Source: an optimization exercise on an open RTL-to-GDS flow (aim: small area, a short achievable clock period and few clock cycles). Production flows keep margins and buffers that such runs may drop.
Only simulation tests tie the RTL to the original design; equivalence was not proved.
No activity file was given, so power comes from the tool's default toggle rates.

**design/flow/design.v**
```verilog
module cv_engine (
    input  wire        clk,
    input  wire        rst,
    input  wire        go,
    input  wire [1:0]  cfg_poly,
    input  wire        cfg_mode,       
    input  wire        cfg_cont,
    input  wire [1:0]  cfg_awidth,
    input  wire [31:0] cfg_init,
    input  wire [24:0] cfg_len,
    input  wire [8:0]  cfg_count,
    input  wire [11:0] cfg_crcoff,
    input  wire [11:0] cfg_aoff,
    input  wire        ctx_we,
    input  wire [31:0] ctx_run,
    input  wire [31:0] ctx_alast,
    input  wire        ctx_avalid,
    input  wire [3:0]  err_clr,
    input  wire        in_valid,
    input  wire [31:0] in_data,
    output wire        in_ready,
    output wire        busy,
    output reg         done,
    output wire [1:0]  result,
    output reg  [8:0]  donemsg,
    output reg  [31:0] run_val,
    output reg  [31:0] crc_result,
    output reg  [31:0] alast,
    output reg         avalid,
    output reg  [15:0] cnt_ok,
    output reg  [15:0] cnt_crcerr,
    output reg  [15:0] cnt_repeat,
    output reg  [15:0] cnt_jump,
    output reg  [3:0]  err
);
    wire [31:0] u;
    wire [31:0] t0, t1;
    wire [15:0] t2;
    wire [7:0]  t3;
    assign t0[0] = ^(u & 32'h04D101DF);
    assign t0[1] = ^(u & 32'h09A203BE);
    assign t0[2] = ^(u & 32'h1344077D);
    assign t0[3] = ^(u & 32'h26880EFA);
    assign t0[4] = ^(u & 32'h4D101DF4);
    assign t0[5] = ^(u & 32'h9A203BE9);
    assign t0[6] = ^(u & 32'h3091760D);
    assign t0[7] = ^(u & 32'h6122EC1A);
    assign t0[8] = ^(u & 32'hC245D835);
    assign t0[9] = ^(u & 32'h805AB1B5);
    assign t0[10] = ^(u & 32'h046462B5);
    assign t0[11] = ^(u & 32'h08C8C56A);
    assign t0[12] = ^(u & 32'h11918AD4);
    assign t0[13] = ^(u & 32'h232315A9);
    assign t0[14] = ^(u & 32'h46462B53);
    assign t0[15] = ^(u & 32'h8C8C56A6);
    assign t0[16] = ^(u & 32'h1DC9AC92);
    assign t0[17] = ^(u & 32'h3B935924);
    assign t0[18] = ^(u & 32'h7726B249);
    assign t0[19] = ^(u & 32'hEE4D6493);
    assign t0[20] = ^(u & 32'hD84BC8F9);
    assign t0[21] = ^(u & 32'hB446902D);
    assign t0[22] = ^(u & 32'h6C5C2184);
    assign t0[23] = ^(u & 32'hD8B84309);
    assign t0[24] = ^(u & 32'hB5A187CC);
    assign t0[25] = ^(u & 32'h6F920E46);
    assign t0[26] = ^(u & 32'hDF241C8C);
    assign t0[27] = ^(u & 32'hBA9938C7);
    assign t0[28] = ^(u & 32'h71E37051);
    assign t0[29] = ^(u & 32'hE3C6E0A3);
    assign t0[30] = ^(u & 32'hC35CC098);
    assign t0[31] = ^(u & 32'h826880EF);
    assign t1[0] = ^(u & 32'h1F91CAF6);
    assign t1[1] = ^(u & 32'h3F2395EC);
    assign t1[2] = ^(u & 32'h7E472BD8);
    assign t1[3] = ^(u & 32'hFC8E57B1);
    assign t1[4] = ^(u & 32'hE68D6595);
    assign t1[5] = ^(u & 32'hD28B01DD);
    assign t1[6] = ^(u & 32'hBA87C94C);
    assign t1[7] = ^(u & 32'h6A9E586F);
    assign t1[8] = ^(u & 32'hD53CB0DE);
    assign t1[9] = ^(u & 32'hB5E8AB4B);
    assign t1[10] = ^(u & 32'h74409C60);
    assign t1[11] = ^(u & 32'hE88138C1);
    assign t1[12] = ^(u & 32'hCE93BB74);
    assign t1[13] = ^(u & 32'h82B6BC1F);
    assign t1[14] = ^(u & 32'h1AFCB2C8);
    assign t1[15] = ^(u & 32'h35F96591);
    assign t1[16] = ^(u & 32'h6BF2CB23);
    assign t1[17] = ^(u & 32'hD7E59646);
    assign t1[18] = ^(u & 32'hB05AE67B);
    assign t1[19] = ^(u & 32'h7F240600);
    assign t1[20] = ^(u & 32'hFE480C00);
    assign t1[21] = ^(u & 32'hE301D2F6);
    assign t1[22] = ^(u & 32'hD9926F1B);
    assign t1[23] = ^(u & 32'hACB514C0);
    assign t1[24] = ^(u & 32'h46FBE377);
    assign t1[25] = ^(u & 32'h8DF7C6EE);
    assign t1[26] = ^(u & 32'h047E472B);
    assign t1[27] = ^(u & 32'h08FC8E57);
    assign t1[28] = ^(u & 32'h11F91CAF);
    assign t1[29] = ^(u & 32'h23F2395E);
    assign t1[30] = ^(u & 32'h47E472BD);
    assign t1[31] = ^(u & 32'h8FC8E57B);
    assign t2[0] = ^(u & 32'h88D9D9BA);
    assign t2[1] = ^(u & 32'h10B3B375);
    assign t2[2] = ^(u & 32'h206667EB);
    assign t2[3] = ^(u & 32'h40CCCED6);
    assign t2[4] = ^(u & 32'h9181C5B1);
    assign t2[5] = ^(u & 32'h22038B63);
    assign t2[6] = ^(u & 32'h440616C7);
    assign t2[7] = ^(u & 32'h880C2C8E);
    assign t2[8] = ^(u & 32'h1119581C);
    assign t2[9] = ^(u & 32'h2232B038);
    assign t2[10] = ^(u & 32'h44646071);
    assign t2[11] = ^(u & 32'h88C8C0E2);
    assign t2[12] = ^(u & 32'h109181C5);
    assign t2[13] = ^(u & 32'h313B5B97);
    assign t2[14] = ^(u & 32'h6276B62E);
    assign t2[15] = ^(u & 32'hC4EC6C5D);
    assign t3[0] = ^(u & 32'h71A40393);
    assign t3[1] = ^(u & 32'hE2480726);
    assign t3[2] = ^(u & 32'hB5350DDF);
    assign t3[3] = ^(u & 32'h1BCF192D);
    assign t3[4] = ^(u & 32'h473A30C9);
    assign t3[5] = ^(u & 32'h8E746092);
    assign t3[6] = ^(u & 32'h1CE9C024);
    assign t3[7] = ^(u & 32'h38D28149);
    function [31:0] conv(input [31:0] c, input [1:0] p);
        case (p)
            2'd2:    conv = {16'd0, c[7:0], c[15:8]};
            2'd3:    conv = {24'd0, c[7:0]};
            default: conv = c;
        endcase
    endfunction
    function [31:0] fin_int(input [31:0] c, input [1:0] p);
        case (p)
            2'd2:    fin_int = {16'd0, c[7:0], c[15:8]};
            2'd3:    fin_int = {24'd0, ~c[7:0]};
            default: fin_int = ~c;
        endcase
    endfunction
    function [31:0] rotl(input [31:0] w, input [1:0] r);
        case (r)
            2'd0:    rotl = w;
            2'd1:    rotl = {w[23:0], w[31:24]};
            2'd2:    rotl = {w[15:0], w[31:16]};
            default: rotl = {w[7:0],  w[31:8]};
        endcase
    endfunction
    function [24:0] add25(input [24:0] a, input [24:0] b, input cin);
        reg [24:0] g, p, gg, pp;
        integer k, d;
        begin
            g = a & b;
            p = a ^ b;
            gg = g;
            pp = p;
            gg[0] = g[0] | (p[0] & cin);
            for (d = 1; d < 25; d = d * 2)
                for (k = 24; k >= d; k = k - 1) begin
                    gg[k] = gg[k] | (pp[k] & gg[k - d]);
                    pp[k] = pp[k] & pp[k - d];
                end
            add25 = p ^ {gg[23:0], cin};
        end
    endfunction
    function [3:0] clamp4(input [13:0] d);
        if (!d[13] && d[12:2] != 11'd0)          clamp4 = 4'd4;
        else if (d[13] && d[12:2] != 11'h7FF)    clamp4 = 4'b1100;
        else                                     clamp4 = d[3:0];
    endfunction
    reg        busy_q, first_q, res_q;
    reg [1:0]  poly_q, aw_q;
    reg        mode_q, cont_q;
    reg [31:0] init_q;        
    reg [24:0] rem_q;         
    reg [12:0] len_q;         
    reg [13:0] dc_q;          
    reg [13:0] da_q;          
    reg [8:0]  cntm1_q;       
    reg        rdy_q;         
    reg        pendb_q;       
    reg [1:0]  sb_q;          
    reg        bv_q, mend_q, last_q;
    reg [31:0] w_q;
    reg [2:0]  n_q;           
    reg [1:0]  rho_q, rhoa_q;
    reg [3:0]  sen_q, aen_q;
    reg [31:0] stored_q, alive_q;
    reg        p2_q, l2_q;
    assign busy     = busy_q;
    assign in_ready = rdy_q;
    assign result   = {1'b0, res_q};
    wire [2:0] cwb = (cfg_poly == 2'd2) ? 3'd2 : (cfg_poly == 2'd3) ? 3'd1 : 3'd4;
    wire [2:0] awb_in = (cfg_awidth == 2'd1) ? 3'd1 : (cfg_awidth == 2'd2) ? 3'd2 :
                        (cfg_awidth == 2'd3) ? 3'd4 : 3'd0;
    wire [24:0] troom_cw = add25({12'd0, cfg_len[12:0]}, ~{13'd0, cfg_crcoff}, 1'b1);
    wire [24:0] troom_aw = add25({12'd0, cfg_len[12:0]}, ~{13'd0, cfg_aoff}, 1'b1);
    wire [13:0] troom_c = troom_cw[13:0];
    wire [13:0] troom_a = troom_aw[13:0];
    wire bad_c = troom_c[13] || ((troom_c[12:3] == 10'd0) && (troom_c[2:0] < cwb));
    wire bad_a = (cfg_awidth != 2'd0) &&
                 (troom_a[13] || ((troom_a[12:3] == 10'd0) && (troom_a[2:0] < awb_in)));
    wire bad_s = (cfg_len == 25'd0) || (cfg_len[24] && (cfg_len[23:0] != 24'd0));
    wire bad_m = (cfg_len[24:13] != 12'd0) || (cfg_len[12] && (cfg_len[11:0] != 12'd0)) ||
                 (cfg_len[12:3] == 10'd0) || (cfg_count == 9'd0) ||
                 (cfg_count[8] && (cfg_count[7:0] != 8'd0)) || bad_c || bad_a;
    wire bad = cfg_mode ? bad_m : bad_s;
    wire [2:0] awb = (aw_q == 2'd1) ? 3'd1 : (aw_q == 2'd2) ? 3'd2 : (aw_q == 2'd3) ? 3'd4 : 3'd0;
    wire [2:0] cwb_q = (poly_q == 2'd2) ? 3'd2 : (poly_q == 2'd3) ? 3'd1 : 3'd4;
    wire       fetch = in_valid && rdy_q;
    wire       beat  = fetch || pendb_q;
    wire [1:0] s     = pendb_q ? sb_q : 2'd0;
    wire       endh  = (rem_q[24:3] == 22'd0) && (rem_q[2:0] <= 3'd4) && !pendb_q;
    wire       last  = endh && (!mode_q || (donemsg == cntm1_q));
    wire       bnd   = endh && !last;                  
    wire       r4    = rem_q[2];                       
    wire [24:0] rem_m4 = add25(rem_q, 25'h1FFFFFC, 1'b0);
    wire [24:0] rem_bw = add25({12'd0, len_q}, {23'd0, rem_q[1:0]}, 1'b0);
    wire [12:0] rem_b  = rem_bw[12:0];
    wire [12:0] lx     = {len_q[12:2] - {10'd0, r4}, len_q[1:0]};    
    wire [24:0] dc_m4w = add25({11'd0, dc_q}, 25'h1FFFFFC, 1'b0);
    wire [24:0] dc_bw  = add25({11'd0, dc_q}, {12'd0, lx}, 1'b0);
    wire [24:0] da_m4w = add25({11'd0, da_q}, 25'h1FFFFFC, 1'b0);
    wire [24:0] da_bw  = add25({11'd0, da_q}, {12'd0, lx}, 1'b0);
    wire [13:0] dc_m4  = dc_m4w[13:0];
    wire [13:0] dc_b   = dc_bw[13:0];
    wire [13:0] da_m4  = da_m4w[13:0];
    wire [13:0] da_b   = da_bw[13:0];
    wire [24:0] rem_nx = bnd ? {12'd0, rem_b} : rem_m4;
    wire [13:0] dc_nx  = bnd ? dc_b : dc_m4;
    wire [13:0] da_nx  = bnd ? da_b : da_m4;
    wire [3:0]  dcl = mode_q ? clamp4(dc_q) : ((rem_q[24:2] != 23'd0) ? 4'd4 : {2'b00, rem_q[1:0]});
    wire [3:0]  dal = clamp4(da_q);
    wire [3:0]  ec  = (dcl[3] || (dcl[2:0] < {1'b0, s})) ? {2'b00, s} : dcl;
    wire [3:0]  dce = dcl + 4'd4;     
    wire [3:0]  dae = dal + 4'd4;
    wire [2:0]  nb  = ec[2:0] - {1'b0, s};
    wire [1:0]  rho = 2'd0 - dcl[1:0];
    wire [1:0]  rhoa = 2'd0 - dal[1:0];
    reg  [3:0]  sen, aen;
    integer i;
    always @(*) begin
        for (i = 0; i < 4; i = i + 1) begin
            sen[i] = mode_q && (i < cwb_q) && ({1'b0, dce} + i >= 4) && ({1'b0, dce} + i <= 7);
            aen[i] = mode_q && (i < awb) && ({1'b0, dae} + i >= 4) && ({1'b0, dae} + i <= 7);
        end
    end
    wire [31:0] rot  = rotl(w_q, rho_q);
    wire [31:0] rota = rotl(w_q, rhoa_q);
    reg  [31:0] ush, csh;
    always @(*) begin
        case (n_q)
            3'd1:    begin ush = {run_val[7:0],  24'd0}  ^ {rot[31:24], 24'd0}; csh = {8'd0,  run_val[31:8]};  end
            3'd2:    begin ush = {run_val[15:0], 16'd0}  ^ {rot[31:16], 16'd0}; csh = {16'd0, run_val[31:16]}; end
            3'd3:    begin ush = {run_val[23:0], 8'd0}   ^ {rot[31:8],  8'd0};  csh = {24'd0, run_val[31:24]}; end
            3'd4:    begin ush = run_val ^ rot;                                 csh = 32'd0;                  end
            default: begin ush = 32'd0;                                         csh = run_val;                end
        endcase
    end
    assign u = ush;
    reg [31:0] tsel;
    always @(*) begin
        case (poly_q)
            2'd0:    tsel = t0;
            2'd1:    tsel = t1;
            2'd2:    tsel = {16'd0, t2};
            default: tsel = {24'd0, t3};
        endcase
    end
    wire [31:0] nx = csh ^ tsel;
    wire        p2   = (poly_q == 2'd2);
    wire [31:0] cshn = p2 ? {16'd0, csh[7:0], csh[15:8]} : csh;
    wire [31:0] tseln = p2 ? {16'd0, t2[7:0], t2[15:8]} : tsel;
    wire [31:0] nxn  = cshn ^ tseln;
    wire [31:0] wmask = (poly_q == 2'd2) ? 32'h0000FFFF : (poly_q == 2'd3) ? 32'h000000FF : 32'hFFFFFFFF;
    wire        match = (((stored_q ^ crc_result) & wmask) == 32'd0);
    wire [31:0] amask = (aw_q == 2'd1) ? 32'h000000FF : (aw_q == 2'd2) ? 32'h0000FFFF : 32'hFFFFFFFF;
    wire [31:0] acnt  = alive_q & amask;
    wire [31:0] adiff = (alive_q ^ alast) & amask;
    reg  [31:0] ainc;                 
    always @(*) begin
        ainc[0] = 1'b1;
        for (i = 1; i < 32; i = i + 1) ainc[i] = ainc[i - 1] & alast[i - 1];
    end
    wire        a_ok  = (adiff == (ainc & amask));
    wire        a_rep = (adiff == 32'd0);
    wire [24:0] donemsg_inc = add25({16'd0, donemsg}, 25'd0, 1'b1);
    wire [24:0] crcerr_inc  = add25({9'd0, cnt_crcerr}, 25'd0, 1'b1);
    wire [24:0] ok_inc      = add25({9'd0, cnt_ok}, 25'd0, 1'b1);
    wire [24:0] repeat_inc  = add25({9'd0, cnt_repeat}, 25'd0, 1'b1);
    wire [24:0] jump_inc    = add25({9'd0, cnt_jump}, 25'd0, 1'b1);
    wire [24:0] count_m1    = add25({16'd0, cfg_count}, 25'h1FFFFFF, 1'b0);
    always @(posedge clk) begin
        if (rst) begin
            busy_q     <= 1'b0;
            first_q    <= 1'b0;
            rdy_q      <= 1'b0;
            pendb_q    <= 1'b0;
            bv_q       <= 1'b0;
            p2_q       <= 1'b0;
            done       <= 1'b0;
            res_q      <= 1'b0;
            donemsg    <= 9'd0;
            run_val    <= 32'd0;
            crc_result <= 32'd0;
            alast      <= 32'd0;
            avalid     <= 1'b0;
            cnt_ok     <= 16'd0;
            cnt_crcerr <= 16'd0;
            cnt_repeat <= 16'd0;
            cnt_jump   <= 16'd0;
            err        <= 4'd0;
        end else begin
            done <= 1'b0;
            err  <= err & ~err_clr;
            if (!busy_q && ctx_we) begin
                run_val <= ctx_run;
                alast   <= ctx_alast;
                avalid  <= ctx_avalid;
            end
            if (!busy_q && go) begin
                donemsg <= 9'd0;
                if (bad) begin
                    done    <= 1'b1;
                    res_q   <= 1'b1;
                    err[3]  <= 1'b1;
                end else begin
                    busy_q  <= 1'b1;
                    rdy_q   <= 1'b1;
                    first_q <= 1'b1;
                    res_q   <= 1'b0;
                end
            end
            if (first_q) begin
                first_q <= 1'b0;
                run_val <= (cont_q && !mode_q) ? conv(run_val, poly_q) : init_q;
            end
            bv_q   <= beat;
            if (fetch) begin
                if (endh) begin
                    if (mode_q) donemsg <= donemsg_inc[8:0];
                    if (last) begin
                        rdy_q <= 1'b0;
                    end else if (rem_q[2:0] != 3'd4) begin
                        rdy_q   <= 1'b0;
                        pendb_q <= 1'b1;
                    end
                end
            end
            if (pendb_q) begin
                pendb_q <= 1'b0;
                rdy_q   <= 1'b1;
            end
            p2_q <= bv_q && mend_q && mode_q;
            if (bv_q) begin
                run_val <= mend_q ? (last_q ? nxn : init_q) : nx;
                if (mend_q) begin
                    crc_result <= fin_int(nx, poly_q);
                    if (last_q && !mode_q) begin
                        busy_q <= 1'b0;
                        done   <= 1'b1;
                        err[3] <= 1'b1;
                    end
                end
            end
            if (p2_q) begin
                if (!match) begin
                    if (cnt_crcerr != 16'hFFFF) cnt_crcerr <= crcerr_inc[15:0];
                    err[0] <= 1'b1;
                end else if (aw_q != 2'd0) begin
                    if (!avalid) begin
                        alast  <= acnt;
                        avalid <= 1'b1;
                    end else if (a_ok) begin
                        alast  <= acnt;
                        if (cnt_ok != 16'hFFFF) cnt_ok <= ok_inc[15:0];
                    end else if (a_rep) begin
                        if (cnt_repeat != 16'hFFFF) cnt_repeat <= repeat_inc[15:0];
                        err[1] <= 1'b1;
                    end else begin
                        alast  <= acnt;
                        if (cnt_jump != 16'hFFFF) cnt_jump <= jump_inc[15:0];
                        err[2] <= 1'b1;
                    end
                end
                if (l2_q) begin
                    busy_q <= 1'b0;
                    done   <= 1'b1;
                    err[3] <= 1'b1;
                end
            end
        end
    end
    always @(posedge clk) begin
        if (!busy_q) begin
            poly_q  <= cfg_poly;
            mode_q  <= cfg_mode;
            cont_q  <= cfg_cont;
            aw_q    <= cfg_awidth;
            init_q  <= conv(cfg_init, cfg_poly);
            rem_q   <= cfg_len;
            len_q   <= cfg_len[12:0];
            dc_q    <= {2'b00, cfg_crcoff};
            da_q    <= {2'b00, cfg_aoff};
            cntm1_q <= count_m1[8:0];
        end else if (beat) begin
            rem_q <= rem_nx;
            dc_q  <= dc_nx;
            da_q  <= da_nx;
        end
        n_q    <= nb;
        rho_q  <= rho;
        rhoa_q <= rhoa;
        sen_q  <= sen;
        aen_q  <= aen;
        mend_q <= endh;
        last_q <= last;
        sb_q   <= rem_q[1:0];
        if (rdy_q) w_q <= in_data;
        if (bv_q) begin
            if (mend_q) l2_q <= last_q;
            if (sen_q[0]) stored_q[7:0]   <= rot[7:0];
            if (sen_q[1]) stored_q[15:8]  <= rot[15:8];
            if (sen_q[2]) stored_q[23:16] <= rot[23:16];
            if (sen_q[3]) stored_q[31:24] <= rot[31:24];
            if (aen_q[0]) alive_q[7:0]    <= rota[7:0];
            if (aen_q[1]) alive_q[15:8]   <= rota[15:8];
            if (aen_q[2]) alive_q[23:16]  <= rota[23:16];
            if (aen_q[3]) alive_q[31:24]  <= rota[31:24];
        end
    end
endmodule
```
**design/flow/run.sh**
```bash
#!/bin/bash
# synth_recipe.tcl (not shown) runs the flow's synth.tcl, then flattens the netlist and writes it again
# the make line also repeats each setting of config.mk as NAME=value (left out here)
make -C /OpenROAD-flow-scripts/flow DESIGN_CONFIG=/design/flow/config.mk WORK_HOME=/design/flow/orfs CLKGATE_MAP_FILE= SYNTH_SCRIPT=/design/flow/synth_recipe.tcl finish
```
**design/flow/config.mk**
```make
export PLATFORM = sky130hd
export DESIGN_NAME = cv_engine
export DESIGN_NICKNAME = cv_engine
export VERILOG_FILES = /design/flow/design.v
export SDC_FILE = /design/flow/constraint.sdc
export NUM_CORES = 4
export LEC_CHECK = 0
export CAP_MARGIN = 20
export CORE_MARGIN = 2
export CORE_UTILIZATION = 40
export CTS_BUF_LIST = sky130_fd_sc_hd__clkbuf_4 sky130_fd_sc_hd__clkbuf_8
export CTS_CLUSTER_SIZE = 30
export SETUP_SLACK_MARGIN = 5
export SLEW_MARGIN = 20
export TNS_END_PERCENT = 100
```
**design/flow/constraint.sdc**
```tcl
create_clock -name core_clock -period 10.0 [get_ports {clk}]
set_input_delay 2.0000 -clock core_clock [delete_from_list [all_inputs] [get_ports {clk}]]
set_output_delay 2.0000 -clock core_clock [all_outputs]
set_load 0.01 [all_outputs]
```
==> notes.md <==
[power breakdown]
part	switching, mW	total (mW)	leakage [nW]	internal (mW)
clock	0.799	1.78	0.882	0.983
combinational	2.84	4.78	9.77	1.94
sequential	0.141	2.00	3.68	1.86
[registers in the layout, indices dropped and copies added, names as in the netlist, 14 cells and up]
signal / cells
init_q: 32
crc_result: 32
cnt_jump: 16
w_q: 32
run_val: 32
dc_q: 14
cnt_ok: 16
alast: 32
cnt_crcerr: 16
alive_q: 32
cnt_repeat: 16
rem_q: 25
stored_q: 32
da_q: 14
[metal layers]
metal  vias up  GRT usage, %
met1     14474          41.3
li1      13556             -
met4         6          15.6
met2      1567          48.8
met5         -             0
met3       307          8.03
[metrics by stage]
step | power, mW | utilization [%] | setup slack, ns | hold slack [ns] | area (um2)
final | 8.56 | 49.6 | 5.08 | 0.479 | 40700
after floorplan | 5.03 | - | 5.02 | 0.397 | 33200
after global routing | 8.85 | 49.6 | 4.96 | 0.517 | 40700
after detailed placement | 6.49 | 46.6 | 3.80 | 0.471 | 38200
after CTS | 8.38 | 49.0 | 5.00 | 0.480 | 40300
after global placement | 6.56 | 46.6 | 3.80 | 0.461 | 38200
[cell families after synthesis]
kind of cell / Yosys count / synth area share (%)
AOI/OAI and AO/OA: 795 / 16.5
xor gates and xnor gates: 812 / 23.4
adders and majority gates: 103 / 4.03
buffers and inverters: 325 / 3.93
DFF: 411 / 31.1
muxes: 147 / 7.02
other: 1 / 0.0113
and+or+nand+nor: 959 / 14.1
[path summary, 6_finish.rpt]
check	from	to	cells past startpoint
max	rho_q[0]	crc_result[11]	13
min	err[0]	err[0]	2
max reg2reg	rho_q[0]	crc_result[11]	13
min reg2reg	err[0]	err[0]	2
[cell type report]
| cell class | instances | area (um2) | share of cell area (%) |
|---|---|---|---|
| inverters | 132 | 507 | 1.24 |
| flip-flops and latches | 411 | 10300 | 25.3 |
| repair buffers | 493 | 4830 | 11.9 |
| well taps | 1070 | 1340 | 3.29 |
| clock buffers | 121 | 1450 | 3.57 |
| clock inverters | 22 | 189 | 0.464 |
| diodes | 4 | 10.0 | 0.0246 |
| multi-input cells | 2817 | 22100 | 54.2 |
[cells in the mapped netlist (all sizes together) (13+ instances only)]
master    n  area [um2]
nand2   261         980
a221o    14         140
mux2     33         372
nor4     26         163
o21ai   170         851
nor2    289        1090
ha       97        1210
a211oi   22         180
o211ai   34         260
nand4    27         169
a222oi   17         170
o22ai    26         163
o21bai   22         165
o31ai    23         297
o221a    15         169
or3      36         225
a31oi    41         257
xnor2   520        4560
xnor3    24         541
mux2i    49         490
a221oi   26         234
a22o     13         114
nor4bb   17         170
a21o     20         150
nand3    55         275
nand2b   32         200
clkbuf  142         533
and2     33         206
mux4     65        1460
inv     125         469
xor2    266        2590
nor3     56         280
buf      51         274
a21oi   214        1070
dfxtp   205        4100
edfxtp  206        6190
nor2b    40         250
and3     28         175
a22oi    32         240
[worst max-delay path, cell delays in order, from the launching register on]
cell      delay [ns]
dfxtp_4         0.58
buf_16          0.22
mux4_2          0.43
xor2_1          0.23
o31ai_4         0.18
buf_4           0.31
xor2_4          0.38
xor2_2          0.45
xnor2_1         0.28
xnor2_1         0.70
nor3b_1         0.31
xnor2_1         0.09
a211oi_1        0.52
nor3_1          0.08
[repair_timing]
item,CTS,global route
gates resized for setup,31,72
setup buffers,18,14
cloned,0,0
pin swaps,18,22
endpoints found under the setup margin,72,63
==> results_dict.tcl <==
set metrics [dict create \
    irDropWorstVdd_uv 154 \
    syn_area_mm2 0.0331 \
    fillers 7798 \
    drt_pre_antenna_iters 9 \
    clkTransAtPathRegs_ns 0.06 \
    skew_ns 0.0678 \
    synth_ff_type "edfxtp_1" \
    wire_per_inst_um 27.4 \
    hold_viol 0 \
    reg2reg_slack_ns 5.08 \
    cp-end-kind "register" \
    m1WireLength_mm 56.2 \
    dpl.hpwl_mm 106 \
    clock_sinks 411 \
    route.detailed.drc 0 \
    drive_gt1_share_pct 12.7 \
    final_cell_mix "xnor2_1 (506), clkdlybuf4s50_1 (367), nor2_1 (284)" \
    yosys_register_bits 411 \
    final_cells 5070 \
    max_slew.worst_pin.slew_ns 1.12 \
    place.gp.congestion 1.02 \
    pin_count 381 \
    yosysUniqueCellTypes 95 \
    clkLatencyLatePin_ns 0.73 \
    wl_met2_mm 61.2 \
    post-route-period-util_pct 49.2 \
    critPathMaxFanout 19 \
    grt_remaining_overflow 0 \
    postRouteAntennaNets 0 \
    grt_pass1_wl_mm 198 \
    wl_met3_mm 14.1 \
    synth_fp_nets 3858 \
    critPathKind "register to register" \
    fp.dieArea_mm2 0.0852 \
    mostFrequentLayoutCell "xnor2_1" \
    antenna_found_initial 8 \
    die_y_um 292 \
    grt_max_degree 95 \
    die_w_um 292 \
    cts_hold_buffers 0 \
    p_leak_nw 14.3 \
    cts_root_buffer "clkbuf_8" \
    synth_edf_count 206 \
    dp.cells 4891 \
    track_usage_pct 31.7 \
    cts_buffer_depth 3 \
    setup_viol 0 \
    rows 105 \
    vias_per_cell 5.90 \
    initial_utilization_pct 40.4 \
    fmaxAchievable_mhz 203 \
    first_iter_violations 3464 \
    fin_setup_tns_ns 0 \
    finalMaxSlewViolations 0 \
    min_path_type "register to register" \
    io_buffer_count 379 \
    top_layer_used "met5" \
    grt_pass1_vias 28253 \
    rsz0062_at_grt "yes" \
    ys_seq_area_share_pct 31.1 \
    ys.warnings.count 1 \
    synthArstFlopShare_pct 0 \
    syn_avg_cell_area_um2 9.33 \
    synthCells 3553 \
    status "no timing/DRC/antenna violations" \
    maxSlewHeadroom_pct 24.6 \
    critPathArrivalTime_ns 5.49 \
    startpoint_type "register" \
    tritoncts "built" \
    vias 29910 \
    routed_wirelength_mm 139 \
    h-tree-depth 3 \
    maxCapViolations 0 \
    core-area_mm2 0.0821 \
    nNetsFinal 4238 \
    cts_inserted_buffers 78 \
    worstPathRequired_ns 10.57 \
    area_growth_pct 22.9 \
    fin_crit_ns 4.92 \
    power.density_mw_per_mm2 210 \
]
Testbench counts, summed over its fixed seeds: cycles 18,317.

## separate check: timing with driven ports
The flow's constraints put no driver on any port. The routed layout listed below was extracted and timed again, unchanged, in two steps.
Step 1: set_driving_cell puts a clkbuf_16 on clk and a buf_2 on each other input, an assumption about the parent block.
Step 2 moves the port delays by t, midway between the first and last clock arrival at a register: inputs arrive t later, outputs are due t later. That takes back most of the time a late clock gives input paths.
a / b / c = ideal ports / drivers / drivers and shift; a / b = the first two.
t, ns: 0.762
setup WS [ns]: 5.085 / 5.085 / 4.415
clock arrival spread, ns: 0.068 / 0.068
After both steps this run still meets setup and hold. For this run, drivers alone change the setup slack by 0.000 ns; drivers and shift together by -0.670 ns.
